Context: an optimization exercise on an open-source flow, tuned for small area, a short achievable clock period and few clock cycles per item. The choices shown serve that exercise and are no tape-out recipe.
The RTL was checked by simulation tests, not by an equivalence proof against the original design.

== run 4 ==
==> flow/design.v (excerpt) <==
module fc_edge (
    input  wire        clk,
    input  wire        rst,         
    input  wire        in_valid,
    output wire        in_ready,
    input  wire [2:0]  n_cells,     
    input  wire [2:0]  rot,         
    input  wire [10:0] minp,        
    input  wire [15:0] u_a,         
    input  wire [15:0] u_b,         
    input  wire [95:0] trim,        
    output reg         out_valid,
    output reg  [95:0] on_code,     
    output reg  [95:0] off_code,
    output reg  [3:0]  clip,        
    output reg  [2:0]  nssat        
);
Size in the first run: ~9000 cells after synthesis, ~900 flip-flops, about 350 I/O pins, about 0.073 mm² of cells after synthesis.
==> flow/config.mk <==
export PLATFORM = sky130hd
export DESIGN_NAME = fc_edge
export DESIGN_NICKNAME = fc_edge
export VERILOG_FILES = /design/flow/design.v
export SDC_FILE = /design/flow/constraint.sdc
export NUM_CORES = 4
export LEC_CHECK = 0
export ABC_AREA = 1
export CAP_MARGIN = 20
export CORE_MARGIN = 2
export CORE_UTILIZATION = 40
export PLACE_DENSITY = 0.6
export SLEW_MARGIN = 20
==> flow/constraint.sdc <==
create_clock -name core_clock -period 30.0 [get_ports {clk}]
set_input_delay 6.0000 -clock core_clock [delete_from_list [all_inputs] [get_ports {clk}]]
set_output_delay 6.0000 -clock core_clock [all_outputs]
set_load 0.01 [all_outputs]
run.sh (not shown) runs the stock make flow with config.mk's settings and CLKGATE_MAP_FILE= SYNTH_SCRIPT=/design/flow/synth_recipe.tcl, a recipe that flattens the netlist after the stock synthesis.
Run 4 closes out successfully: all stages finished, all timing, DRC and antenna checks passed.
Testbench counts of run 4, summed over its fixed seeds: cycles 24,032, items 24,000.
The following lists how run 1 was set up differently from run 4:
--- a/flow/design.v
+++ b/flow/design.v
@@ -63,34 +63,33 @@
     wire [22:0] t32 = {{2{trim[15]}}, trim, 5'd0};
     wire [22:0] t16 = {{3{trim[15]}}, trim, 4'd0};
     wire [22:0] t2  = {{6{trim[15]}}, trim, 1'd0};
     wire [22:0] ts, tc;
     fc_csa #(23) u_t (.x(t32), .y(t16), .z(t2), .s(ts), .c(tc));
     wire [22:0] as, ac, bs, bc, ra, rb;
     fc_csa #(23) u_ca (.x({2'd0, ua25}), .y(ts), .z(tc), .s(as), .c(ac));
     fc_csa #(23) u_cb (.x({2'd0, ub25}), .y(ts), .z(tc), .s(bs), .c(bc));
-    assign ra = as + ac;
-    assign rb = bs + bc;
+    fc_add #(23) u_aa (.a(as), .b(ac), .ci(1'b0), .s(ra));
+    fc_add #(23) u_ab (.a(bs), .b(bc), .ci(1'b0), .s(rb));
     wire lo_a = ra[22];
     wire hi_a = ~ra[22] & (ra[21] | (ra[20] & ra[19] & (ra[18] | ra[17] | (ra[16] & |ra[15:4]))));
     wire lo_b = rb[22];
     wire hi_b = ~rb[22] & (rb[21] | (rb[20] & rb[19] & (rb[18] | rb[17] | (rb[16] & |rb[15:4]))));
     assign w4_a  = ra[20:0];
     assign w4_b  = rb[20:0];
     assign clamp = {hi_b, lo_b | hi_b, hi_a, lo_a | hi_a};
 endmodule
 module fc_cell_q (
     input  wire        [20:0] w4r_a,     
     input  wire        [20:0] w4r_b,
     input  wire        [3:0]  clamp,     
     input  wire        [10:0] minp,
-    input  wire        [11:0] mm1,       
+    input  wire        [17:0] nminp,     
     input  wire        [17:0] kh0,       
-    input  wire        [17:0] kh1,       
     input  wire        [15:0] centre,
     input  wire        [19:0] m1,        
     input  wire        [7:0]  r2,        
     input  wire               f,         
     output wire        [17:0] x,         
     output wire        [16:0] th,        
     output wire               c8,
     output wire               lo,
@@ -113,23 +112,21 @@
     fc_csa #(25) u_t1 (.x({2'd0, w4_a, 2'd0}), .y({2'd0, w4_b, 2'd0}), .z({{5{m1[19]}}, m1}),
                        .s(t1s), .c(t1c));
     fc_csa #(25) u_t2 (.x(t1s), .y(t1c), .z({{17{~f}}, ~r2}), .s(t2s), .c(t2c));    
     fc_add #(25) u_t (.a(t2s), .b(t2c), .ci(1'b1), .s(t));
     assign th = t[24:8];
     wire [8:0]  tl = {1'b0, t[7:0]} + {1'b0, r_a};
     assign c8  = tl[8];
     wire [7:0]  r_b = tl[7:0];
-    wire [17:0] dl0, dl1, dh0, dh1;
-    fc_add #(18) u_l0 (.a({th[16], th}), .b(~{7'd0, minp}), .ci(1'b1), .s(dl0));
-    fc_add #(18) u_l1 (.a({th[16], th}), .b(~{{6{mm1[11]}}, mm1}), .ci(1'b1), .s(dl1));
-    fc_add #(18) u_h0 (.a({th[16], th}), .b(kh0), .ci(1'b0), .s(dh0));
-    fc_add #(18) u_h1 (.a({th[16], th}), .b(kh1), .ci(1'b0), .s(dh1));
-    assign lo = c8 ? dl1[17] : dl0[17];
-    assign hi = c8 ? ~dh1[17] : ~dh0[17];
+    wire [17:0] dl, dh;
+    fc_add #(18) u_lo (.a({th[16], th}), .b(nminp), .ci(c8), .s(dl));
+    fc_add #(18) u_hi (.a({th[16], th}), .b(kh0), .ci(c8), .s(dh));
+    assign lo = dl[17];
+    assign hi = ~dh[17];
     wire signed [16:0] ts = th;
     wire rb_hi = r_b > 8'd128;
     wire rb_lo = r_b < 8'd128;
     wire sl_hi0 = (ts > 17'sd1024)  | ((ts == 17'sd1024)  & rb_hi);
     wire sl_hi1 = (ts > 17'sd1023)  | ((ts == 17'sd1023)  & rb_hi);
     wire sl_lo0 = (ts < -17'sd1024) | ((ts == -17'sd1024) & rb_lo);
     wire sl_lo1 = (ts < -17'sd1025) | ((ts == -17'sd1025) & rb_lo);
     wire sh_hi0 = (ts > 17'sd52224) | ((ts == 17'sd52224) & rb_hi);
@@ -266,19 +263,18 @@
         end
     end
     reg rst1;
     always @(posedge clk)
         rst1 <= rst;
     reg  [19:0] m1_q [0:5];
     reg  [7:0]  r2_q [0:5];
     reg         f_q  [0:5];      
-    wire [11:0] mm1 = {1'b0, minp1} - 12'd1;
-    wire [17:0] kh0 = {7'd0, minp1} - 18'd51201;
-    wire [17:0] kh1 = {7'd0, minp1} - 18'd51200;
+    wire [17:0] nminp = 18'd0 - {7'd0, minp1};
+    wire [17:0] kh0   = {7'd0, minp1} - 18'd51201;
     wire [17:0] q_x   [0:3];
     wire [16:0] q_th  [0:3];
     wire        q_c8  [0:3];
     wire        q_lo  [0:3];
     wire        q_hi  [0:3];
     wire [19:0] q_m1  [0:3];
     wire [7:0]  q_r2  [0:3];
     wire        q_f   [0:3];
@@ -300,17 +296,17 @@
                         assign ctab[pp*64 + nn*8 + rr] = (2 * SL * 51200 + NC) / (2 * NC);
                     end
                 end
             end
             wire [15:0] centre = ctab[{pass, n1, rot1}];
             assign q_c[j] = centre;
             fc_cell_q u_q (
                 .w4r_a(w_a1[j]), .w4r_b(w_b1[j]), .clamp(cl1[j]),
-                .minp(minp1), .mm1(mm1), .kh0(kh0), .kh1(kh1), .centre(q_c[j]),
+                .minp(minp1), .nminp(nminp), .kh0(kh0), .centre(q_c[j]),
                 .m1(m1_q[j]), .r2(r2_q[j]), .f(f_q[j]),
                 .x(q_x[j]), .th(q_th[j]), .c8(q_c8[j]), .lo(q_lo[j]), .hi(q_hi[j]),
                 .m1_next(q_m1[j]), .r2_next(q_r2[j]), .f_next(q_f[j]), .sat(q_sat[j])
             );
         end
     endgenerate
     wire [2:0] clip_p;
     fc_pop6 u_pclip (.x(clip1[5:0]), .n(clip_p));
## What came out
- | maximum cell stage delay along the critical path | run 1 vs run 4 | 0.02 ns higher |
- From run 4 to run 1 the numbers moved as follows: detailed route wirelength on metal3 went up by 8.1%, number of CTS-inserted buffers went up by 2, final-layout fill cell count went down by 667, final net count went down by 504.
- Run 1 finished every step from synthesis to the final layout, and the layout passed the timing, design-rule and antenna checks.
- The higher relative area change from synthesis to final layout of run 4 and run 1 is in run 1.
Testbench counts of run 1, summed over its fixed seeds: cycles 24,032, items 24,000.

========
Another version of the RTL of fc_edge (not shown whole).
Size: about 9000 cells after synthesis, roughly 350 I/O pins, about 73000 um2 of cells after synthesis.
// fc_edge
module fc_edge (
    input  wire        clk,
    input  wire        rst,         
    input  wire        in_valid,
    output wire        in_ready,
    input  wire [2:0]  n_cells,     
    input  wire [2:0]  rot,         
    input  wire [10:0] minp,        
    input  wire [15:0] u_a,         
    input  wire [15:0] u_b,         
    input  wire [95:0] trim,        
    output reg         out_valid,
    output reg  [95:0] on_code,     
    output reg  [95:0] off_code,
    output reg  [3:0]  clip,        
    output reg  [2:0]  nssat        
);
    localparam signed [15:0] UMAX = 16'sd32440;    
    integer k;
    genvar j;
    reg        rdy;         
    reg        v0;          
    reg        p0;          
    reg [2:0]  n0, rot0;
    reg [10:0] minp0;
    reg [15:0] ua0, ub0;
    reg [63:0] trim03;      
    reg [31:0] trim45;      
    assign in_ready = rdy;
    wire accept = in_valid & rdy;
    wire two0   = n0 > 3'd4;
    always @(posedge clk) begin
        if (rst) begin
            rdy <= 1'b1;
            v0  <= 1'b0;
            p0  <= 1'b0;
        end else begin
            rdy <= ~(accept & (n_cells > 3'd4));
            v0  <= accept | (v0 & two0 & ~p0);
            p0  <= ~accept & v0 & two0 & ~p0;
        end
        trim03 <= trim[63:0];
        if (rdy) begin
            n0     <= n_cells;
            rot0   <= rot;
            minp0  <= minp;
            ua0    <= u_a;
            ub0    <= u_b;
            trim45 <= trim[95:64];
        end
    end
    wire signed [15:0] ua = ua0;
    wire signed [15:0] ub = ub0;
    wire ua_hi = ua > UMAX;
    wire ua_lo = ua < -UMAX;
    wire ub_hi = ub > UMAX;
    wire ub_lo = ub < -UMAX;
  ...
Settings: LEC_CHECK=0, ABC_AREA=1, CAP_MARGIN=20, CORE_MARGIN=2, CORE_UTILIZATION=40, PLACE_DENSITY=0.6, SLEW_MARGIN=20; clock period 30.0 ns.
The starting point went through all stages and came out clean.
Testbench counts at the start, summed over its fixed seeds: cycles 24,032, items 24,000.
Rerun with:
--- a/flow/design.v
+++ b/flow/design.v
@@ -62,20 +62,20 @@
 );
     wire [22:0] t32 = {{2{trim[15]}}, trim, 5'd0};
     wire [22:0] t16 = {{3{trim[15]}}, trim, 4'd0};
     wire [22:0] t2  = {{6{trim[15]}}, trim, 1'd0};
     wire [22:0] ts, tc;
     fc_csa #(23) u_t (.x(t32), .y(t16), .z(t2), .s(ts), .c(tc));
     wire [22:0] as, ac, bs, bc, ra, rb;
     fc_csa #(23) u_ca (.x({2'd0, ua25}), .y(ts), .z(tc), .s(as), .c(ac));
     fc_csa #(23) u_cb (.x({2'd0, ub25}), .y(ts), .z(tc), .s(bs), .c(bc));
-    assign ra = as + ac;
-    assign rb = bs + bc;
+    fc_add #(23) u_aa (.a(as), .b(ac), .ci(1'b0), .s(ra));
+    fc_add #(23) u_ab (.a(bs), .b(bc), .ci(1'b0), .s(rb));
     wire lo_a = ra[22];
     wire hi_a = ~ra[22] & (ra[21] | (ra[20] & ra[19] & (ra[18] | ra[17] | (ra[16] & |ra[15:4]))));
     wire lo_b = rb[22];
     wire hi_b = ~rb[22] & (rb[21] | (rb[20] & rb[19] & (rb[18] | rb[17] | (rb[16] & |rb[15:4]))));
     assign w4_a  = ra[20:0];
     assign w4_b  = rb[20:0];
     assign clamp = {hi_b, lo_b | hi_b, hi_a, lo_a | hi_a};
 endmodule
 module fc_cell_q (
@@ -200,19 +200,19 @@
             rdy <= 1'b1;
             v0  <= 1'b0;
             p0  <= 1'b0;
         end else begin
             rdy <= ~(accept & (n_cells > 3'd4));
             v0  <= accept | (v0 & two0 & ~p0);
             p0  <= ~accept & v0 & two0 & ~p0;
         end
         trim03 <= trim[63:0];
-        if (rdy) begin
+        if (!(v0 & two0 & ~p0)) begin
             n0     <= n_cells;
             rot0   <= rot;
             minp0  <= minp;
             ua0    <= u_a;
             ub0    <= u_b;
             trim45 <= trim[95:64];
         end
     end
     wire signed [15:0] ua = ua0;
@@ -314,32 +314,32 @@
     endgenerate
     wire [2:0] clip_p;
     fc_pop6 u_pclip (.x(clip1[5:0]), .n(clip_p));
     wire [3:0] clip_cnt = {1'b0, clip_p} + {3'd0, clip1[6]} + {3'd0, clip1[7]} +
                           {3'd0, clip1[8]} + {3'd0, clip1[9]};
     reg        v2, p2, last2;
     reg [3:0]  clip2;
     reg [3:0]  sat2;
     reg [3:0]  act2;
-    reg [17:0] x2  [0:3];
+    reg [16:0] x2  [0:3];      
     reg [16:0] th2 [0:3];
     reg        c82 [0:3];
     reg        lo2 [0:3];
     reg        hi2 [0:3];
     always @(posedge clk) begin
         v2    <= v1 & ~rst;
         p2    <= p1;
         last2 <= last1;
         clip2 <= clip_cnt;
         for (k = 0; k < 4; k = k + 1) begin
             sat2[k] <= q_sat[k] & q_act[k];
             act2[k] <= q_act[k];
-            x2[k]   <= q_x[k];
+            x2[k]   <= q_x[k][16:0];
             th2[k]  <= q_th[k];
             c82[k]  <= q_c8[k];
             lo2[k]  <= q_lo[k];
             hi2[k]  <= q_hi[k];
         end
     end
     always @(posedge clk) begin
         if (rst1) begin
             for (k = 0; k < 6; k = k + 1) begin
@@ -363,34 +363,38 @@
                 end
             end
         end
     end
     wire [15:0] q_on  [0:3];
     wire [15:0] q_off [0:3];
     generate
         for (j = 0; j < 4; j = j + 1) begin : g_o
             fc_cell_o u_o (
-                .x(x2[j]), .th(th2[j]), .c8(c82[j]),
+                .x({x2[j][16], x2[j]}), .th(th2[j]), .c8(c82[j]),
                 .lo(lo2[j]), .hi(hi2[j]),
                 .on_code(q_on[j]), .off_code(q_off[j])
             );
         end
     endgenerate
     wire [2:0] sat_cnt = {2'd0, sat2[0]} + {2'd0, sat2[1]} + {2'd0, sat2[2]} + {2'd0, sat2[3]};
+    reg [3:0] clip_acc;
+    reg [2:0] sat_acc;
     always @(posedge clk) begin
         out_valid <= v2 & last2 & ~rst;
         if (v2) begin
             for (k = 0; k < 4; k = k + 1) begin
                 if (!p2) begin
                     on_code[16*k +: 16]  <= act2[k] ? q_on[k]  : 16'hFFFF;
                     off_code[16*k +: 16] <= act2[k] ? q_off[k] : 16'h0000;
                 end
             end
             for (k = 4; k < 6; k = k + 1) begin
                 on_code[16*k +: 16]  <= (p2 && act2[k-4]) ? q_on[k-4]  : 16'hFFFF;
                 off_code[16*k +: 16] <= (p2 && act2[k-4]) ? q_off[k-4] : 16'h0000;
             end
-            clip  <= (p2 ? clip : 4'd0) + clip2;
-            nssat <= (p2 ? nssat : 3'd0) + sat_cnt;
+            clip  <= (p2 ? clip_acc : 4'd0) + clip2;
+            nssat <= (p2 ? sat_acc : 3'd0) + sat_cnt;
+            clip_acc <= clip2;
+            sat_acc  <= sat_cnt;
         end
     end
 endmodule
=> The changed run went through all stages and came out clean. Synthesized area shrinks by 1.3%. Final cell count shrinks by 2.3%. Worst setup slack is better by 650 ps. Fmax grows by about 8%. Routed wire length shrinks by 3.2%. Register-to-register slack is worse by 90 ps. Via count shrinks by 3.7%. Core utilization stays flat. Global-route usage shrinks by 0.59 points. Critical path depth does not change. Clock-buffer cell count grows by 1. Hold slack is better by 16 ps.
Testbench counts after the change, summed over its fixed seeds: cycles 24,032, items 24,000.

[static timing again, ports no longer ideal]
How much do the figures lean on ideal ports? The routed layouts below were timed once more, with nothing changed but the port constraints. Step 1 assumes that a clkbuf_16 drives the clock port and a buf_2 every other input. Step 2 adds t to the input delays and takes it off the output delays; t is the mean of the earliest and latest rising clock arrival at the registers after step 1. Input paths then give back, and output paths get back, about the clock's delay inside the block. Slacks: ideal / step 1 / step 2; pairs: ideal / step 1.
run | t, ns | setup WS [ns] | hold WS [ns] | worst setup path after step 2 | worst register clock-pin slew, ns
run 4 | 0.843 | 22.301 / 22.221 / 22.889 | 0.364 / 0.364 / 0.364 | input to register | 0.07 / 0.07
run 1 | 0.814 | 22.335 / 22.257 / 23.039 | 0.370 / 0.370 / 0.370 | input to register | 0.07 / 0.07
the first run of note 2 | 0.836 | 21.700 / 21.617 / 22.453 | 0.331 / 0.331 / 0.331 | register to output | 0.07 / 0.07
the second run of note 2 | 0.826 | 22.346 / 22.267 / 22.669 | 0.348 / 0.348 / 0.348 | input to register | 0.07 / 0.07
After both steps setup and hold are still met in every run listed.
